This design comes from an exercise in tuning for small area, a short achievable clock period and few clock cycles per item on the open sky130 flow, not from production work. Function was checked by simulation only, so behaviour that the tests miss may differ from the original.

===== flow/config.mk =====
export PLATFORM = sky130hd
export DESIGN_NAME = kiln_pe
export DESIGN_NICKNAME = kiln_pe
export VERILOG_FILES = /design/flow/design.v
export SDC_FILE = /design/flow/constraint.sdc
export NUM_CORES = 4
export LEC_CHECK = 0
export ABC_AREA = 1
export CAP_MARGIN = 20
export CORE_MARGIN = 2
export CORE_UTILIZATION = 40
export SLEW_MARGIN = 20

===== flow/constraint.sdc =====
create_clock -name core_clock -period 32.0 [get_ports {clk}]
set_input_delay 6.4000 -clock core_clock [delete_from_list [all_inputs] [get_ports {clk}]]
set_output_delay 6.4000 -clock core_clock [all_outputs]
set_load 0.01 [all_outputs]

===== flow/standard.sh =====
#!/bin/bash
# synth_recipe.tcl (not shown) runs the flow's synth.tcl, then flattens the netlist and writes it again
# the make line also repeats each setting of config.mk as NAME=value (left out here)
make -C /OpenROAD-flow-scripts/flow DESIGN_CONFIG=/design/flow/config.mk WORK_HOME=/design/flow/orfs CLKGATE_MAP_FILE= SYNTH_SCRIPT=/design/flow/synth_recipe.tcl "${@:-finish}"

===== flow/flow/run.sh =====
#!/bin/bash
# The standard layout, with timing repair aiming for 23 ns of setup slack.
set -euo pipefail
bash standard.sh SETUP_SLACK_MARGIN=23 finish > standard.log 2>&1

===== flow/design.v =====
module kiln_pe_lzc #(
    parameter W  = 24,
    parameter CW = 5
) (
    input  wire [W-1:0]  x,
    output wire [CW-1:0] cnt
);
    localparam G = (W + 3) / 4;
    wire [4*G-1:0] xp = {x, {(4*G-W){1'b1}}};
    wire [G-1:0]   nz;
    wire [2*G-1:0] gl;
    genvar i;
    generate
        for (i = 0; i < G; i = i + 1) begin : g_grp
            wire [3:0] q = xp[4*G-1-4*i -: 4];
            assign nz[i] = |q;
            assign gl[2*i +: 2] = q[3] ? 2'd0 : q[2] ? 2'd1 : q[1] ? 2'd2 : 2'd3;
        end
    endgenerate
    reg [4:0] hi;
    reg [1:0] lo;
    integer k;
    always @* begin
        hi = G[4:0];
        lo = 2'd0;
        for (k = G - 1; k >= 0; k = k - 1)
            if (nz[k]) begin
                hi = k[4:0];
                lo = gl[2*k +: 2];
            end
    end
    wire [6:0] full = {hi, lo};
    assign cnt = full[CW-1:0];
endmodule
module kiln_pe_cadd #(
    parameter W = 28
) (
    input  wire [W-1:0] x,
    input  wire [W-1:0] y,
    output wire [W-1:0] s0,
    output wire [W-1:0] s1
);
    localparam L = (W > 32) ? 6 : (W > 16) ? 5 : (W > 8) ? 4 : (W > 4) ? 3 : (W > 2) ? 2 : 1;
    wire [W-1:0] p = x ^ y;
    wire [W-1:0] gg [0:L];
    wire [W-1:0] pp [0:L];
    assign gg[0] = x & y;
    assign pp[0] = p;
    genvar l, i;
    generate
        for (l = 0; l < L; l = l + 1) begin : g_lvl
            for (i = 0; i < W; i = i + 1) begin : g_bit
                if (i >= (1 << l)) begin : g_op
                    assign gg[l+1][i] = gg[l][i] | (pp[l][i] & gg[l][i - (1 << l)]);
                    assign pp[l+1][i] = pp[l][i] & pp[l][i - (1 << l)];
                end else begin : g_pass
                    assign gg[l+1][i] = gg[l][i];
                    assign pp[l+1][i] = pp[l][i];
                end
            end
        end
    endgenerate
    wire [W-1:0] c0 = {gg[L][W-2:0], 1'b0};
    wire [W-1:0] c1 = {gg[L][W-2:0] | pp[L][W-2:0], 1'b1};
    assign s0 = p ^ c0;
    assign s1 = p ^ c1;
endmodule
module kiln_pe_fpdec (
    input  wire [3:0]        fmt,
    input  wire [15:0]       x,
    input  wire [7:0]        scale,
    output reg               sign,
    output reg  [10:0]       sig,
    output wire [3:0]        lz,
    output reg  signed [9:0] ex,
    output reg               is_inf,
    output reg               is_nan,
    output reg               is_zero
);
    reg [7:0]        e;       
    reg [7:0]        ee;      
    reg signed [9:0] k;       
    always @* begin
        sign   = 1'b0;
        sig    = 11'd0;
        e      = 8'd0;
        k      = 10'sd0;
        is_inf = 1'b0;
        is_nan = 1'b0;
        case (fmt)
            4'h0: begin  
                sign = x[7];
                sig  = {x[7] ? 8'd0 - x[7:0] : x[7:0], 3'd0};
            end
            4'h1: begin  
                sig  = {x[7:0], 3'd0};
            end
            4'h7: begin  
                sign   = x[15];
                e      = {3'd0, x[14:10]};
                sig    = {(x[14:10] != 5'd0), x[9:0]};
                k      = -10'sd77;
                is_inf = (x[14:10] == 5'h1F) && (x[9:0] == 10'd0);
                is_nan = (x[14:10] == 5'h1F) && (x[9:0] != 10'd0);
            end
            4'h8: begin  
                sign   = x[15];
                e      = x[14:7];
                sig    = {(x[14:7] != 8'd0), x[6:0], 3'd0};
                k      = -10'sd189;
                is_inf = (x[14:7] == 8'hFF) && (x[6:0] == 7'd0);
                is_nan = (x[14:7] == 8'hFF) && (x[6:0] != 7'd0);
            end
            4'h9: begin  
                sign   = x[7];
                e      = {4'd0, x[6:3]};
                sig    = {(x[6:3] != 4'd0), x[2:0], 7'd0};
                k      = -10'sd69;
                is_nan = (x[6:0] == 7'h7F);
            end
            4'hA: begin  
                sign   = x[7];
                e      = {3'd0, x[6:2]};
                sig    = {(x[6:2] != 5'd0), x[1:0], 8'd0};
                k      = -10'sd77;
                is_inf = (x[6:2] == 5'h1F) && (x[1:0] == 2'd0);
                is_nan = (x[6:2] == 5'h1F) && (x[1:0] != 2'd0);
            end
            default: begin  
                sign   = x[3];
                e      = {6'd0, x[2:1]};
                sig    = {(x[2:1] != 2'd0), x[0], 9'd0};
                k      = -10'sd63;
            end
        endcase
        ee = (e == 8'd0) ? 8'd1 : e;
        ex = $signed({2'd0, ee}) + $signed({2'd0, scale}) + k;
        is_zero = (sig == 11'd0) && !is_inf && !is_nan;
        if (scale == 8'hFF) begin
            is_nan  = 1'b1;
            is_inf  = 1'b0;
            is_zero = 1'b0;
        end
    end
    kiln_pe_lzc #(.W(11), .CW(4)) u_lz (.x(sig), .cnt(lz));
endmodule
module kiln_pe (
    input  wire        clk,
    input  wire        rst,           
    input  wire        in_valid,      
    input  wire        in_first,      
    input  wire        in_last,       
    input  wire [3:0]  fmt_a,
    input  wire [3:0]  fmt_b,
    input  wire [15:0] a,
    input  wire [15:0] b,
    input  wire [7:0]  scale_a,
    input  wire [7:0]  scale_b,
    input  wire [31:0] in_init,       
    output reg         out_valid,
    output wire [31:0] out_acc,
    output wire        out_knv,       
    output wire        out_kof,       
    output wire        out_iov        
);
    localparam [31:0] QNAN = 32'h7FC0_0000;
    reg        r_v, r_f, r_l;
    reg [3:0]  r_fa, r_fb;
    reg [15:0] r_a, r_b;
    reg [7:0]  r_sa, r_sb;
    reg [31:0] r_init;
    always @(posedge clk) begin
        if (rst) begin
            r_v <= 1'b0;
            r_f <= 1'b0;
            r_l <= 1'b0;
        end else begin
            r_v <= in_valid;
            r_f <= in_valid & in_first;
            r_l <= in_valid & in_last;
        end
        r_fa   <= fmt_a;
        r_fb   <= fmt_b;
        r_a    <= a;
        r_b    <= b;
        r_sa   <= scale_a;
        r_sb   <= scale_b;
        r_init <= in_init;
    end
    wire is_int = (r_fa[3:1] == 3'b000);
    wire is_lns = (r_fa == 4'hC);
    wire               da_s, db_s, da_inf, db_inf, da_nan, db_nan, da_z, db_z;
    wire [10:0]        da_sig, db_sig;
    wire [3:0]         da_lz, db_lz;
    wire signed [9:0]  da_x, db_x;
    kiln_pe_fpdec u_deca (
        .fmt(r_fa), .x(r_a), .scale(r_sa), .sign(da_s), .sig(da_sig), .lz(da_lz), .ex(da_x),
        .is_inf(da_inf), .is_nan(da_nan), .is_zero(da_z)
    );
    kiln_pe_fpdec u_decb (
        .fmt(r_fb), .x(r_b), .scale(r_sb), .sign(db_s), .sig(db_sig), .lz(db_lz), .ex(db_x),
        .is_inf(db_inf), .is_nan(db_nan), .is_zero(db_z)
    );
    wire [21:0] fsig = da_sig * db_sig;
    wire [5:0]        la = r_a[5:0];
    wire [5:0]        lb = r_b[5:0];
    wire signed [5:0] lq = {la[4], la[4:0]} + {lb[4], lb[4:0]};
    reg  [23:0]       lm;
    always @* begin
        case (lq[1:0])
            2'd0:    lm = 24'h80_0000;
            2'd1:    lm = 24'h98_37F0;
            2'd2:    lm = 24'hB5_04F3;
            default: lm = 24'hD7_44FD;
        endcase
    end
    wire l_nan  = (la == 6'h30) || (lb == 6'h30) || (r_sa == 8'hFF) || (r_sb == 8'hFF);
    wire l_zero = (la == 6'h10) || (lb == 6'h10);
    wire [23:0]        u_m  = is_lns ? lm : {2'b00, fsig};
    wire signed [10:0] base = is_lns
        ? $signed({{7{lq[5]}}, lq[5:2]}) + $signed({3'd0, r_sa}) + $signed({3'd0, r_sb}) - 11'sd127
        : $signed({da_x[9], da_x}) + $signed({db_x[9], db_x});
    wire [4:0]         lzab = is_lns ? 5'd0 : {1'b0, da_lz} + {1'b0, db_lz} + 5'd2;
    wire signed [10:0] t    = base - 11'sd1 - $signed({6'd0, lzab});
    wire [4:0]         s1   = !t[10] ? lzab : base[4:0] - 5'd1;
    wire [23:0]        v    = u_m << s1;
    wire               one  = !v[23] && (t > 11'sd0);
    wire [23:0]        n_m  = one ? {v[22:0], 1'b0} : v;
    wire signed [10:0] e0   = t[10] ? 11'sd1 : t + 11'sd1;
    wire [8:0]         e0s  = (e0 > 11'sd256) ? 9'd256 : e0[8:0];
    wire [8:0]         e1s  = (t > 11'sd256) ? 9'd256 : t[8:0];
    wire [8:0]         n_e  = one ? e1s : e0s;
    wire [10:0] rsh = 11'sd1 - base;
    wire [4:0]  rs  = (rsh > 11'd26) ? 5'd27 : rsh[4:0];
    reg  [26:0] dn;
    reg         dst;
    integer     j;
    always @* begin
        dn  = {u_m, 3'b000};
        dst = 1'b0;
        for (j = 0; j < 5; j = j + 1)
            if (rs[j]) begin
                dst = dst | |(dn & ((27'd1 << (1 << j)) - 27'd1));
                dn  = dn >> (1 << j);
            end
    end
    reg         p_s, p_nan, p_gnan, p_inf;
    reg [23:0]  p_m;
    reg [8:0]   p_e;
    reg [2:0]   p_t;
    always @* begin
        p_nan  = 1'b0;
        p_gnan = 1'b0;
        p_inf  = 1'b0;
        p_t    = 3'd0;
        if (base < 11'sd1) begin
            p_m = dn[26:3];
            p_t = {dn[2:1], dn[0] | dst};
            p_e = 9'd1;
        end else begin
            p_m = n_m;
            p_e = n_e;
        end
        if (is_lns) begin
            p_s   = la[5] ^ lb[5];
            p_nan = l_nan;
            if (l_zero) begin
                p_s = 1'b0;
                p_m = 24'd0;
                p_e = 9'd0;
                p_t = 3'd0;
            end
        end else begin
            p_s    = da_s ^ db_s;
            p_gnan = !da_nan && !db_nan && ((da_inf && db_z) || (da_z && db_inf));
            p_nan  = da_nan || db_nan || p_gnan;
            p_inf  = !p_nan && (da_inf || db_inf);
            if (da_z || db_z) begin
                p_m = 24'd0;
                p_e = 9'd0;
                p_t = 3'd0;
            end
        end
        if (is_int)
            p_m = {8'd0, fsig[21:6]};
        if (!r_v) begin
            p_s    = 1'b1;
            p_m    = 24'd0;
            p_e    = 9'd0;
            p_t    = 3'd0;
            p_nan  = 1'b0;
            p_gnan = 1'b0;
            p_inf  = 1'b0;
        end
    end
    reg        q_v, q_f, q_l, q_int;
    reg        q_s, q_nan, q_gnan, q_inf;
    reg [23:0] q_m;
    reg [8:0]  q_e;
    reg [2:0]  q_t;
    always @(posedge clk) begin
        if (rst) begin
            q_v <= 1'b0;
            q_f <= 1'b0;
            q_l <= 1'b0;
        end else begin
            q_v <= r_v;
            q_f <= r_f;
            q_l <= r_l;
        end
        if (r_v)
            q_int <= is_int;
        q_s    <= p_s;
        q_nan  <= p_nan;
        q_gnan <= p_gnan;
        q_inf  <= p_inf;
        q_m    <= p_m;
        q_e    <= p_e;
        q_t    <= p_t;
    end
    reg [31:0] acc, res;
    reg        acc_h;         
    reg        knv, kof, iov;
    wire [32:0] isum = {acc[31], acc} + {{16{q_s}}, {1'b0, q_m[15:0]} ^ {17{q_s}}} + {32'd0, q_s};
    wire        iovf = isum[32] ^ isum[31];
    wire        a_s   = acc[31];
    wire [7:0]  a_ef  = acc[30:23];
    wire        a_sub = !acc_h;
    wire        a_max = (a_ef == 8'hFF);
    wire        a_nan = a_max && (acc[22:0] != 23'd0);
    wire        a_inf = a_max && (acc[22:0] == 23'd0);
    wire [8:0]  a_e   = {1'b0, a_ef[7:1], a_ef[0] | a_sub};
    wire [26:0] A     = {!a_sub, acc[22:0], 3'd0};
    wire [26:0] P     = {q_m, q_t};
    wire        sub   = a_s ^ q_s;
    wire [9:0]  d_pa  = {1'b0, q_e} - {1'b0, a_e};
    wire [9:0]  d_ap  = {1'b0, a_e} - {1'b0, q_e};
    wire        pgt   = d_ap[9];             
    wire        agt   = d_pa[9];             
    wire        near  = sub && ((d_pa == 10'd0) || (d_pa == 10'd1) || (d_pa == 10'h3FF));
    wire [8:0]  x_e   = pgt ? q_e : a_e;
    wire        f_xs  = pgt ? q_s : a_s;
    wire [26:0] f_x   = pgt ? P : A;
    wire [26:0] f_y   = pgt ? A : P;
    wire [9:0]  d     = pgt ? d_pa : d_ap;
    wire [4:0]  ash   = (d > 10'd26) ? 5'd27 : d[4:0];
    reg  [26:0] yal;
    reg         yst;
    integer     k;
    always @* begin
        yal = f_y;
        yst = 1'b0;
        for (k = 0; k < 5; k = k + 1)
            if (ash[k]) begin
                yst = yst | |(yal & ((27'd1 << (1 << k)) - 27'd1));
                yal = yal >> (1 << k);
            end
    end
    wire [26:0] f_ya  = {yal[26:1], yal[0] | yst};
    wire [27:0] fsum  = {1'b0, f_x} + ({1'b0, f_ya} ^ {28{sub}}) + {27'd0, sub};
    wire        f_l1  = sub && !fsum[26];
    wire [23:0] f_m   = fsum[27] ? fsum[27:4] : f_l1 ? fsum[25:2] : fsum[26:3];
    wire        f_g   = fsum[27] ? fsum[3]    : f_l1 ? fsum[1]    : fsum[2];
    wire        f_st  = fsum[27] ? |fsum[2:0] : f_l1 ? fsum[0]    : |fsum[1:0];
    wire [9:0]  f_e   = fsum[27] ? {1'b0, x_e} + 10'd1 : f_l1 ? {1'b0, x_e} - 10'd1 : {1'b0, x_e};
    wire [26:0] n_x   = agt ? A : P;
    wire [26:0] n_y   = pgt ? {1'b0, A[26:1]} : agt ? {1'b0, P[26:2], P[1] | P[0]} : A;
    wire [27:0] n_s0, n_s1;
    kiln_pe_cadd #(.W(28)) u_nadd (.x({1'b0, n_x}), .y(~{1'b0, n_y}), .s0(n_s0), .s1(n_s1));
    wire        n_neg = n_s1[27];
    wire [26:0] nd    = n_neg ? ~n_s0[26:0] : n_s1[26:0];
    wire        n_s   = (n_neg || agt) ? a_s : q_s;
    wire [26:0] lcap;
    genvar gk;
    generate
        for (gk = 0; gk < 27; gk = gk + 1) begin : g_lcap
            assign lcap[gk] = (x_e == 9'd27 - gk);
        end
    endgenerate
    wire [4:0]  nn_lz;
    kiln_pe_lzc #(.W(27), .CW(5)) u_lzs (.x(nd | lcap), .cnt(nn_lz));
    wire [26:0] nl    = nd << nn_lz;
    wire [9:0]  nn_e  = {1'b0, x_e} - {5'd0, nn_lz};
    wire [23:0] r_m   = near ? nl[26:3] : f_m;
    wire        r_g   = near ? nl[2]    : f_g;
    wire        r_st  = near ? |nl[1:0] : f_st;
    wire [9:0]  r_e   = near ? nn_e     : f_e;
    wire        r_zero = near ? (nd == 27'd0) : (fsum == 28'd0);
    wire        r_s   = r_zero ? (a_s & q_s) : near ? n_s : f_xs;
    wire        up    = r_g & (r_st | r_m[0]);
    wire [7:0]  r_ef  = r_m[23] ? r_e[7:0] : 8'd0;
    wire [30:0] rbase = {r_ef, r_m[22:0]};
    wire [30:0] rinc  = rbase + 31'd1;
    wire [30:0] rnd   = up ? rinc : rbase;
    wire        ones  = &r_m[22:0];
    wire        big   = r_m[23] && (r_e >= 10'd255);
    wire        ovf   = big || (r_m[23] && (r_e == 10'd254) && ones && up);
    reg [31:0] f_res;
    reg        f_nv, f_of, f_h;
    always @* begin
        f_h  = 1'b1;
        f_nv = 1'b0;
        f_of = 1'b0;
        if (q_nan || a_nan) begin
            f_res = QNAN;
            f_nv  = q_gnan && !a_nan;
        end else if (a_inf && q_inf && (a_s != q_s)) begin
            f_res = QNAN;
            f_nv  = 1'b1;
        end else if (a_inf || q_inf) begin
            f_res = {a_inf ? a_s : q_s, 8'hFF, 23'd0};
        end else if (big) begin
            f_res = {r_s, 8'hFF, 23'd0};
            f_of  = 1'b1;
        end else begin
            f_res = {r_s, rnd};
            f_of  = ovf;
            f_h   = r_m[23] | (ones & up);
        end
    end
    wire [31:0] nxt = q_int ? isum[31:0] : f_res;
    always @(posedge clk) begin
        res <= nxt;
        acc <= r_f ? r_init : nxt;
        acc_h <= r_f ? (r_init[30:23] != 8'd0) : f_h;
        if (q_int) begin
            knv <= 1'b0;
            kof <= 1'b0;
            iov <= (q_f ? 1'b0 : iov) | iovf;
        end else begin
            knv <= (q_f ? 1'b0 : knv) | f_nv;
            kof <= (q_f ? 1'b0 : kof) | f_of;
            iov <= 1'b0;
        end
    end
    always @(posedge clk) begin
        if (rst)
            out_valid <= 1'b0;
        else
            out_valid <= q_v & q_l;
    end
    assign out_acc = res;
    assign out_knv = knv;
    assign out_kof = kof;
    assign out_iov = iov;
endmodule

==> flow_summary.yaml, run 1 <==
status:
  status: "timing/DRC/antenna clean"
yosys:
  syn-num-nets: 6016
  synth_area_per_cell_sq_um: 5.87
  synthArstFlopShare: 0
  yosysTopAreaCell: "nand2_1"
  yosys.area.top_type_share: 0.185
  netlist_instances: 5564
  synth_ff_type: "dfxtp_1"
  netlist_area_sq_um: 32700
  synth_seq_cells: 204
  synth-edff-count: 1
  synth-warning-count: 5
  seq_area_frac_synth: 0.125
  synthTopCellsByArea: "nand2_1 (18%), dfxtp_1 (12%), ha_1 (9.8%)"
  ys_types: 69
cells_and_area:
  finalNonFillerCells: 6783
  seq_area_sq_um: 4130
  multi_input_comb_area_sq_um: 25800
  drive_above_1_share: 0.0989
  nFillCells: 8847
  fin_nets: 6157
  area_delta_synth_final_pct: 15.9
  fin_area_sq_um: 37900
  antennaDiodeCount: 0
  finish.utilization: 0.470
sta:
  grt_setup_unrepaired: "false"
  worst_pin_slew_ns: 1.05
  setup_ws_ns: 23.37
  final.period_utilization: 0.270
  tns_ns: 0
  finalSetupViolations: 0
  whs_ns: 0.419
  clock-skew-final_ns: 0.0265
  slew-limit-headroom: 0.289
  min_period_ns: 8.63
  final_hold_viol_count: 0
  slew_viol_final: 0
  fmax_ghz: 0.116
route:
  antenna_left: 0
  vias: 38300
  wl_per_cell_um: 20.7
  dr.pass1.iters: 7
  drt_iter0_drc: 4492
  vias_per_cell: 5.64
  drcViolationCount: 0
  finalWirelength_um: 140000
floorplan:
  initial_core_util: 0.405
  die_width_um: 290
  core_area_sq_um: 80700
  io_pins: 129
  dieArea_sq_um: 84000
  num_rows: 104
  die_y_um: 290
job:
  cap_violations: 0
clock_network:
  cts_made_buffers: 24
  cts_tree: "yes"
  cts_root_buffer: "clkbuf_16"
  clkLatencyLatePin_ns: 0.57
  cts_sinks: 204
  cts.htree.levels: 1
  clockBufferDepth: 3
  clkSlewWorstSetupHoldPaths_ns: 0.06
critical_path:
  critPathKind: "reg2reg"
  cp.arrival_ns: 9.03
  rr_worst_depth: 51
  slowest_delay_ns: 0.58
  path_max_fanout: 6
  critPathLaunchType: "register"
  crit_required_ns: 32.40
  worst_setup_path_end_kind: "register"
  cp_common_cell: "nand2_1"
  slowest_stage: "fa_2"
placement:
  dp_hpwl_um: 112000
  port_buffers: 128
  pre_cts_slack_ns: 20.21
  place_area_sq_um: 34700
  place.gp.congestion: 1.03
  place_inst: 6607
hold_path:
  hold_path.class: "reg2reg"
  whs_path_depth: 2
grt:
  grt_max_degree: 77
  grt_pass1_wl_um: 207000
  groute.usage.overall: 0.314
  antenna_found_initial: 5
  overflow: 0
  grt_pass1_vias: 34700
## kinds of logic after synthesis
kind of cell    after synthesis  synth area share
compound gates             1006             0.172
xor+xnor                    195            0.0523
fa+ha+maj                   359             0.161
buf+inv                     956             0.116
flops                       204             0.125
mux                          12           0.00367
simple gates               2832             0.371
## layer usage
layer / track usage / share of wire / vias up
met1: 0.447 / 0.44 / 17800
met4: 0.0930 / 0.032 / 8
li1: - / - / 18400
met5: 0 / 0.00038 / -
met3: 0.0517 / 0.10 / 253
met2: 0.484 / 0.42 / 1793
## cell usage after synthesis (7+ instances only)
cell type and number:
nand2_1 1607, inv_1 737, nor2_1 464, o21ai_0 462, nand3_1 447, a21oi_1 293, ha_1 256, dfxtp_1 203
xor2_1 155, clkbuf_1 117, fa_1 103, nand4_1 88, nor3_1 65, xnor2_1 40, buf_2 38, or2_2 34
o21ai_1 32, a31oi_1 30, o211ai_1 25, nor4_1 23, o21bai_1 23, o22ai_1 22, clkinv_1 17, nand2_2 17
inv_2 16, nand3_2 15, o31ai_1 15, nor2_2 14, o21a_1 14, nand2_4 13, a21o_1 12, and2_1 12
buf_6 12, mux2i_1 12, a211oi_1 11, nor2_4 10, a221oi_1 9, a32oi_1 9, buf_4 9, o221ai_1 9
buf_1 7, nand3b_1 7
## registers in the layout, summed over array words and instances, names as in the netlist, 3 cells and up
register / flops
acc: 32
q_e: 9
q_m: 24
q_t: 3
r_a: 16
r_b: 16
r_fa: 4
r_fb: 4
r_init: 32
r_sa: 8
r_sb: 8
res: 32
## final timing paths
check	startpoint	end	slack (ns)
setup / recovery	r_b[3]	q_m[9]	23.37
hold / removal	q_l	out_valid	0.42
setup reg to reg	r_b[3]	q_m[9]	23.37
hold reg to reg	q_l	out_valid	0.42
## cell usage in the layout (no fill, tap or decap), types with 30 or more instances in the layout
master / n
clkbuf_16: 30
fa_1: 100
xnor2_1: 40
nand2_1: 1566
nand2_2: 46
inv_1: 701
clkdlybuf4s50_1: 128
nand3_1: 438
xor2_1: 154
dfxtp_1: 185
o21ai_0: 428
nand4_1: 88
buf_4: 132
ha_1: 243
o21ai_1: 52
nor3_1: 60
nor2_1: 439
a21oi_1: 276
inv_2: 32
or2_2: 34
## worst max-delay path, delay by kind of cell (launching register included)
| kind | cells | cell delay (ns) |
|---|---|---|
| adder cells (fa/ha/maj) | 6 | 2.72 |
| AND/OR/NAND/NOR | 21 | 2.50 |
| AO/OA/AOI/OAI | 14 | 1.87 |
| buffers and inverters | 9 | 0.84 |
| flip-flops | 1 | 0.39 |
| XOR/XNOR | 1 | 0.15 |
## final cells by class
cell class                      instances  area share
Multi-Input combinational cell       4412       0.682
Sequential cell                       204       0.109
Timing Repair Buffer                  286      0.0722
Clock buffer                           29      0.0169
Tap cell                             1060      0.0350
Timing Repair inverter                  5    0.000859
Inverter                              772      0.0797
Clock inverter                         15     0.00446
## what timing repair did
action	CTS	global route
hold buffers	0	0
resized for setup	102	258
pin swaps	13	64
gates cloned	5	15
endpoints found under the setup margin	102	102
buffers inserted	33	79
endpoints found under the hold margin	0	0
Testbench counts, summed over its fixed seeds: cycles 19,387, steps 19,363.
==> inputs of run 2 (changes only) <==
==> flow/flow/run.sh (replaced) <==
#!/bin/bash
# The standard layout, with adders left to ABC (no full-adder cells), buf_4
# port buffers, and timing repair aiming for 24 ns of setup slack.
set -euo pipefail
bash standard.sh ADDER_MAP_FILE= SETUP_SLACK_MARGIN=24 'BUFFER_PORTS_ARGS=-buffer_cell sky130_fd_sc_hd__buf_4' finish > standard.log 2>&1
==> flow_summary.yaml, run 2 <==
status:
  status: "timing/DRC/antenna clean"
route:
  dr.pass1.iters: 7
  wl_per_cell_um: 21.2
  vias: 48600
  vias_per_cell: 5.67
  antenna_left: 0
  drt_iter0_drc: 5844
  finalWirelength_um: 181000
  drcViolationCount: 0
critical_path:
  worst_setup_path_end_kind: "register"
  cp_common_cell: "nand2_1"
  path_max_fanout: 39
  crit_required_ns: 32.49
  cp.arrival_ns: 8.06
  slowest_stage: "dfxtp_1"
  critPathKind: "reg2reg"
  critPathLaunchType: "register"
  slowest_delay_ns: 0.44
  r2r_slack_ns: 24.43
floorplan:
  core_area_sq_um: 89900
  io_pins: 129
  die_y_um: 305
  dieArea_sq_um: 92900
  die_width_um: 305
  num_rows: 110
  initial_core_util: 0.403
sta:
  setup_ws_ns: 24.43
  tns_ns: 0
  slew_viol_final: 0
  slew-limit-headroom: 0.218
  finalSetupViolations: 0
  grt_setup_unrepaired: "true"
  worst_pin_slew_ns: 1.16
  final.period_utilization: 0.237
  min_period_ns: 7.57
  fmax_ghz: 0.132
  clock-skew-final_ns: 0.0165
  final_hold_viol_count: 0
yosys:
  synth-simple-area-share: 0.610
  ys_types: 71
  synth-warning-count: 5
  yosysMostFrequentCell: "nand2_1"
  synth_seq_cells: 204
  synthTopCellsByCount: "nand2_1 (2,868), nand3_1 (1,125), inv_1 (847)"
  yosysTopAreaCell: "nand2_1"
  seq_area_frac_synth: 0.113
  synthArstFlopShare: 0
  synth_compound_area_frac: 0.113
  synth_top_family_by_area: "simple AND/OR/NAND/NOR gates"
  synth-edff-count: 1
  yosys.area.top_type_share: 0.297
  synthTopCellsByArea: "nand2_1 (30%), nand3_1 (16%), dfxtp_1 (11%)"
  synth_ff_type: "dfxtp_1"
  synth_area_per_cell_sq_um: 4.95
  syn-num-nets: 7408
  synthMuxAreaShare: 0
  netlist_area_sq_um: 36200
  synthAdderAreaFrac: 0.000553
  yosys.area_share.xor_xnor: 0.0370
  netlist_instances: 7315
grt:
  grt_pass1_vias: 43900
  grt_pass1_wl_um: 265000
  antenna_found_initial: 1
  groute.usage.overall: 0.368
  grt_max_degree: 79
  overflow: 0
clock_network:
  cts_sinks: 204
  holdBufCountCts: 0
  cts_tree: "yes"
  clkLatencyLatePin_ns: 0.57
  cts_root_buffer: "clkbuf_16"
  clkSlewWorstSetupHoldPaths_ns: 0.07
  cts_made_buffers: 23
  cts.htree.levels: 1
  clockBufferDepth: 3
cells_and_area:
  finalNonFillerCells: 8572
  top_regs: "acc: 32 flops, r_init: 32 flops, res: 32 flops"
  finish.utilization: 0.446
  layout_common_cells: "nand2_1 (2,833), nand3_1 (1,113), inv_1 (842)"
  final_common_cell: "nand2_1"
  drive_above_1_share: 0.0879
  area_delta_synth_final_pct: 10.8
  fin_area_sq_um: 40100
  fin_nets: 7472
placement:
  place_inst: 8446
  pre_cts_slack_ns: 21.96
  place_area_sq_um: 37800
  dp_hpwl_um: 146000
  port_buffers: 128
  place.gp.congestion: 1.12
hold_path:
  hold_path.class: "reg2reg"
job:
  cap_violations: 0
## run 2: changes by cell type after synthesis, sizes merged, moves of 103 or more
cell,before,now
nand2,1637,2934
nand3,464,1146
ha,256,0
nor2,488,696
o21ai,499,339
inv,755,908
fa,103,0
## run 2: cell families (layout without fill, tap and decap cells)
logic type      count (synthesis)  after routing
simple gates                 5108           5125
buf+inv                      1133           1195
xor+xnor                      146            146
flops                         204            204
compound gates                722            723
fa+ha+maj                       2              2
other cells                     0              1
## run 2: layer usage
metal,global-route usage,up-vias,part of all wire
met5,0,-,0.000066
met3,0.0560,499,0.087
met2,0.601,2196,0.44
li1,-,23600,-
met4,0.201,2,0.068
met1,0.462,22300,0.40
## run 2: final timing paths
check / startpoint / endpoint / cells after the start
max: acc[24] / acc[3] / 49
min: r_l / q_l / 2
max reg2reg: acc[24] / acc[3] / 49
min reg2reg: r_l / q_l / 2
## run 2: cell type report
type,count,area [sq um]
antenna,1,2.50
clock buffer,28,614
clock inverter,13,154
fill,10400,49700
inverter,917,3480
multi-input combinational,5996,28300
sequential,204,4100
tap,1176,1470
timing repair buffer,234,1930
timing repair inverter,3,20.0
## run 2: what timing repair did
item	4_1_cts	5_1_grt
buffers inserted	13	48
gates resized for setup	64	126
pin swaps	11	15
gates cloned	12	11
endpoints found under the setup margin	98	97
## run 2: stage by stage
stage          hold slack (ns)
2_1_floorplan            0.388
3_3_place_gp             0.389
3_5_place_dp             0.400
4_1_cts                  0.414
5_1_grt                  0.440
6_report                 0.409
## run 2: critical path, delay by kind of cell (launching register included)
kind	cells	cell delay (ns)
buffers and inverters	8	1.37
flip-flops	1	0.44
AND/OR/NAND/NOR	35	4.25
AO/OA/AOI/OAI	6	1.32
==> inputs of run 3 (changes only) <==
==> flow/flow/run.sh (replaced) <==
#!/bin/bash
# The standard layout with these changes: SETUP_SLACK_MARGIN=23 'BUFFER_PORTS_ARGS=-buffer_cell sky130_fd_sc_hd__buf_2'
set -euo pipefail
bash standard.sh SETUP_SLACK_MARGIN=23 'BUFFER_PORTS_ARGS=-buffer_cell sky130_fd_sc_hd__buf_2' finish > standard.log 2>&1
==> flow_summary.yaml, run 3 <==
placement:
  pre_cts_slack_ns: 21.32
  place_area_sq_um: 34200
  place.gp.congestion: 1.08
  port_buffers: 128
  dp_hpwl_um: 115000
grt:
  grt_max_degree: 60
  antenna_found_initial: 3
  grt_pass1_vias: 34700
  groute.usage.overall: 0.320
  overflow: 0
  grt_pass1_wl_um: 209000
critical_path:
  cp_common_cell: "nand2_1"
  critPathKind: "reg2reg"
  critPathLaunchType: "register"
  rr_worst_depth: 51
  path_max_fanout: 10
  slowest_stage: "fa_1"
  worst_setup_path_end_kind: "register"
  crit_required_ns: 32.45
  slowest_delay_ns: 0.58
  cp.arrival_ns: 9.04
sta:
  final.period_utilization: 0.268
  worst_pin_slew_ns: 1.17
  final_hold_viol_count: 0
  setup_ws_ns: 23.41
  tns_ns: 0
  finalSetupViolations: 0
  grt_setup_unrepaired: "false"
  slew-limit-headroom: 0.209
  clock-skew-final_ns: 0.0113
  fmax_ghz: 0.116
  slew_viol_final: 0
  min_period_ns: 8.59
route:
  antenna_left: 0
  vias: 38300
  drcViolationCount: 0
  vias_per_cell: 5.65
  drt_iter0_drc: 4893
  wl_per_cell_um: 21.0
  finalWirelength_um: 142000
  dr.pass1.iters: 6
job:
  cap_violations: 0
yosys:
  seq_area_frac_synth: 0.125
  synthTopCellsByCount: "nand2_1 (1,607), inv_1 (737), nor2_1 (464)"
  netlist_area_sq_um: 32700
  syn-num-nets: 6016
  netlist_instances: 5564
  synthTopCellsByArea: "nand2_1 (18%), dfxtp_1 (12%), ha_1 (9.8%)"
  synth_ff_type: "dfxtp_1"
  synth_seq_cells: 204
  synth-edff-count: 1
  yosys.area.top_type_share: 0.185
  synth-warning-count: 5
  synth_area_per_cell_sq_um: 5.87
  synthArstFlopShare: 0
  yosysMostFrequentCell: "nand2_1"
  yosysTopAreaCell: "nand2_1"
  ys_types: 69
cells_and_area:
  final_common_cell: "nand2_1"
  area_delta_synth_final_pct: 13.9
  layout_common_cells: "nand2_1 (1,569), inv_1 (710), nor2_1 (445)"
  antennaDiodeCount: 0
  seq_area_sq_um: 4110
  finish.utilization: 0.462
  drive_above_1_share: 0.117
  multi_input_comb_area_sq_um: 25700
  nFillCells: 8733
  fin_area_sq_um: 37200
  fin_nets: 6153
  top_regs: "acc: 32 flops, r_init: 32 flops, res: 32 flops"
clock_network:
  clockBufferDepth: 3
  holdBufCountCts: 0
  cts.htree.levels: 1
  cts_tree: "yes"
  cts_root_buffer: "clkbuf_16"
  cts_made_buffers: 24
  cts_sinks: 204
  clkSlewWorstSetupHoldPaths_ns: 0.07
  clkLatencyLatePin_ns: 0.57
floorplan:
  dieArea_sq_um: 84000
  io_pins: 129
  initial_core_util: 0.405
  die_y_um: 290
  num_rows: 104
  die_width_um: 290
  core_area_sq_um: 80700
status:
  status: "timing/DRC/antenna clean"
hold_path:
  whs_path_depth: 2
  hold_path.class: "reg2reg"
[run 3: cells by family (layout without fill, tap and decap cells)]
family / count (synthesis) / in the layout / share of synthesized area
flip-flops: 204 / 204 / 0.125
multiplexers: 12 / 12 / 0.00367
XOR/XNOR: 195 / 195 / 0.0523
AND/OR/NAND/NOR: 2832 / 2840 / 0.371
buffers and inverters: 956 / 1103 / 0.116
adder cells (fa/ha/maj): 359 / 359 / 0.161
AO/OA/AOI/OAI: 1006 / 1006 / 0.172
[run 3: layout make-up]
class / instances / share of cell area
Clock inverter: 18 / 0.00894
Clock buffer: 26 / 0.0166
Timing Repair Buffer: 281 / 0.0559
Timing Repair inverter: 6 / 0.00108
Sequential cell: 204 / 0.110
Inverter: 772 / 0.0808
Multi-Input combinational cell: 4412 / 0.691
Tap cell: 1060 / 0.0356
[run 3: critical path: cells and delay by family (launching register included)]
kind / cells / cell delay [ns]
compound gates: 12 / 1.51
xor+xnor: 1 / 0.21
buf+inv: 9 / 0.90
fa+ha+maj: 7 / 3.03
simple gates: 22 / 2.47
flops: 1 / 0.34
[run 3: final timing paths]
| path | startpoint | to | slack, ns |
|---|---|---|---|
| hold / removal | r_l | q_l | 0.40 |
| hold reg to reg | r_l | q_l | 0.40 |
| setup reg to reg | r_a[1] | q_e[3] | 23.41 |
| setup / recovery | r_a[1] | q_e[3] | 23.41 |
[run 3: what timing repair did]
action / CTS / global route
gates cloned: 6 / 15
buffers inserted: 36 / 61
pin swaps: 12 / 44
endpoints found under the setup margin: 102 / 102
gates resized for setup: 98 / 222
[run 3: per-layer routing]
| layer | vias up | global-route usage | part of all wire |
|---|---|---|---|
| li1 | 18400 | - | - |
| met1 | 17800 | 0.461 | 0.45 |
| met2 | 1890 | 0.483 | 0.42 |
| met3 | 236 | 0.0583 | 0.10 |
| met4 | 2 | 0.0926 | 0.033 |
| met5 | - | 0 | 0.000084 |
[run 3: per-stage QoR]
step,hold WS (ns),cells
finish,0.403,6779
global route,0.427,6779
CTS,0.404,6703
detailed placement,0.395,6617
global placement,0.390,6617
floorplan,0.388,5564
==> inputs of run 4 (changes only) <==
==> flow/flow/run.sh (replaced) <==
#!/bin/bash
# The standard layout with these changes: ADDER_MAP_FILE= SETUP_SLACK_MARGIN=23 'BUFFER_PORTS_ARGS=-buffer_cell sky130_fd_sc_hd__buf_2'
set -euo pipefail
bash standard.sh ADDER_MAP_FILE= SETUP_SLACK_MARGIN=23 'BUFFER_PORTS_ARGS=-buffer_cell sky130_fd_sc_hd__buf_2' finish > standard.log 2>&1
==> flow_summary.yaml, run 4 <==
status:
  status: "timing/DRC/antenna clean"
cells_and_area:
  final_common_cell: "nand2_1"
  finish.utilization: 0.432
  drive_above_1_share: 0.0703
  nFillCells: 10400
  fin_nets: 7414
  area_delta_synth_final_pct: 7.17
  top_regs: "acc: 32 flops, r_init: 32 flops, res: 32 flops"
  layout_common_cells: "nand2_1 (2,863), nand3_1 (1,122), inv_1 (843)"
  multi_input_comb_area_sq_um: 27800
  seq_area_sq_um: 4100
route:
  drcViolationCount: 0
  dr.pass1.iters: 9
  wl_per_cell_um: 21.0
  antenna_left: 0
  met3WireLength_um: 15100
  finalWirelength_um: 179000
  vias: 48300
  wl_met2_um: 78900
  vias_per_cell: 5.67
  met1_length_um: 71900
  top_layer: "met5"
  drt_iter0_drc: 5156
yosys:
  ys_types: 71
  synth_area_per_cell_sq_um: 4.95
  synthArstFlopShare: 0
  synth-warning-count: 5
  netlist_instances: 7315
  synth-edff-count: 1
  synth_seq_cells: 204
  yosysTopAreaCell: "nand2_1"
  yosysMostFrequentCell: "nand2_1"
  synthTopCellsByArea: "nand2_1 (30%), nand3_1 (16%), dfxtp_1 (11%)"
  netlist_area_sq_um: 36200
  yosys.area.top_type_share: 0.297
  seq_area_frac_synth: 0.113
  syn-num-nets: 7408
  synth_ff_type: "dfxtp_1"
  synthTopCellsByCount: "nand2_1 (2,868), nand3_1 (1,125), inv_1 (847)"
grt:
  grt_pass1_vias: 43900
  groute.usage.overall: 0.364
  antenna_found_initial: 6
  overflow: 0
  grt_max_degree: 60
  grt_pass1_wl_um: 263000
floorplan:
  die_y_um: 305
  io_pins: 129
  core_area_sq_um: 89900
  initial_core_util: 0.403
  die_width_um: 305
  num_rows: 110
  dieArea_sq_um: 92900
hold_path:
  hold_path.class: "reg2reg"
sta:
  slew_viol_final: 0
  min_period_ns: 8.70
  clock-skew-final_ns: 0.0284
  fmax_ghz: 0.115
  slew-limit-headroom: 0.227
  grt_setup_unrepaired: "false"
  worst_pin_slew_ns: 1.15
  finalSetupViolations: 0
  tns_ns: 0
  final.period_utilization: 0.272
  final_hold_viol_count: 0
clock_network:
  clkSlewWorstSetupHoldPaths_ns: 0.06
  clockBufferDepth: 3
  clkLatencyLatePin_ns: 0.58
  cts_made_buffers: 24
  cts_root_buffer: "clkbuf_16"
  cts_sinks: 204
  cts_tree: "yes"
  cts.htree.levels: 1
critical_path:
  path_max_fanout: 36
  worst_setup_path_end_kind: "register"
  cp_common_cell: "nand2_1"
  critPathLaunchType: "register"
  slowest_stage: "clkinvlp_2"
  critPathKind: "reg2reg"
  crit_required_ns: 32.44
  slowest_delay_ns: 0.76
  cp.arrival_ns: 9.15
placement:
  place.gp.congestion: 1.07
  port_buffers: 128
  dp_hpwl_um: 147000
job:
  cap_violations: 0
==> run 4: cell type report <==
type	count	area share
Inverter	917	0.0895
Timing Repair inverter	3	0.000451
Tap cell	1176	0.0379
Sequential cell	204	0.106
Antenna cell	1	0.0000645
Timing Repair Buffer	181	0.0276
Clock inverter	20	0.00635
Clock buffer	24	0.0155
Multi-Input combinational cell	5990	0.717
==> run 4: metrics by stage <==
stage,worst slack [ns],cell area [sq um],std cells,hold slack (ns)
2_1_floorplan,25.25,36200,7315,0.388
3_3_place_gp,21.85,37500,8446,0.397
3_5_place_dp,21.86,37500,8446,0.403
4_1_cts,23.03,38400,8493,0.412
5_1_grt,22.96,38800,8515,0.426
6_report,23.30,38800,8516,0.406
==> run 4: per-layer routing <==
metal	vias to the layer above	track usage
met2	2275	0.593
met5	-	0
li1	23600	-
met1	21900	0.450
met3	559	0.0604
met4	8	0.218
==> run 4: repair_timing <==
item	4_1_cts	5_1_grt
setup endpoints to repair	94	94
setup buffers	0	10
cloned	3	12
pin swaps	2	7
hold buffers	0	0
gates resized for setup	13	36
==> run 4: final timing paths <==
path / startpoint / end / slack, ns / cells past startpoint
setup / recovery: q_e[8] / acc[27] / 23.30 / 40
hold / removal: r_l / q_l / 0.41 / 2
setup reg to reg: q_e[8] / acc[27] / 23.30 / 40
hold reg to reg: r_l / q_l / 0.41 / 2
==> run 4: kinds of logic after synthesis <==
logic type / share of synthesized area
AND/OR/NAND/NOR: 0.610
buffers and inverters: 0.127
AO/OA/AOI/OAI: 0.113
flip-flops: 0.113
XOR/XNOR: 0.0370
adder cells (fa/ha/maj): 0.000553
==> run 4: critical path: cells and delay by family, from the launching register on <==
kind,cells,cell delay [ns]
buffers and inverters,7,2.33
xor gates and xnor gates,1,0.27
AOI/OAI and AO/OA,2,0.71
and+or+nand+nor,30,4.49
DFF,1,0.71

==> static timing again, ports no longer ideal <==
Ports are ideal in the flow. The routed layouts listed here were re-timed in OpenROAD.
Step 1 assumes that a clkbuf_16 drives the clock port and a buf_2 every other input.
Step 2 moves the port delays by t, midway between the first and last clock arrival at a register: inputs arrive t later, outputs are due t later. That takes back most of the time a late clock gives input paths.
Three values: no drivers, after step 1, after step 2; two values: the first two.
run | shift t [ns] | slack for setup (ns) | hold WS [ns] | latest minus earliest clock arrival (ns)
run 1 | 0.621 | 23.370 / 23.370 / 23.370 | 0.419 / 0.419 / 0.419 | 0.027 / 0.027
run 2 | 0.626 | 24.429 / 24.429 / 24.429 | 0.409 / 0.409 / 0.409 | 0.016 / 0.016
run 3 | 0.627 | 23.411 / 23.411 / 23.411 | 0.403 / 0.403 / 0.403 | 0.011 / 0.011
run 4 | 0.637 | 23.297 / 23.297 / 23.297 | 0.406 / 0.406 / 0.406 | 0.029 / 0.028
After both steps every run listed still meets setup and hold.
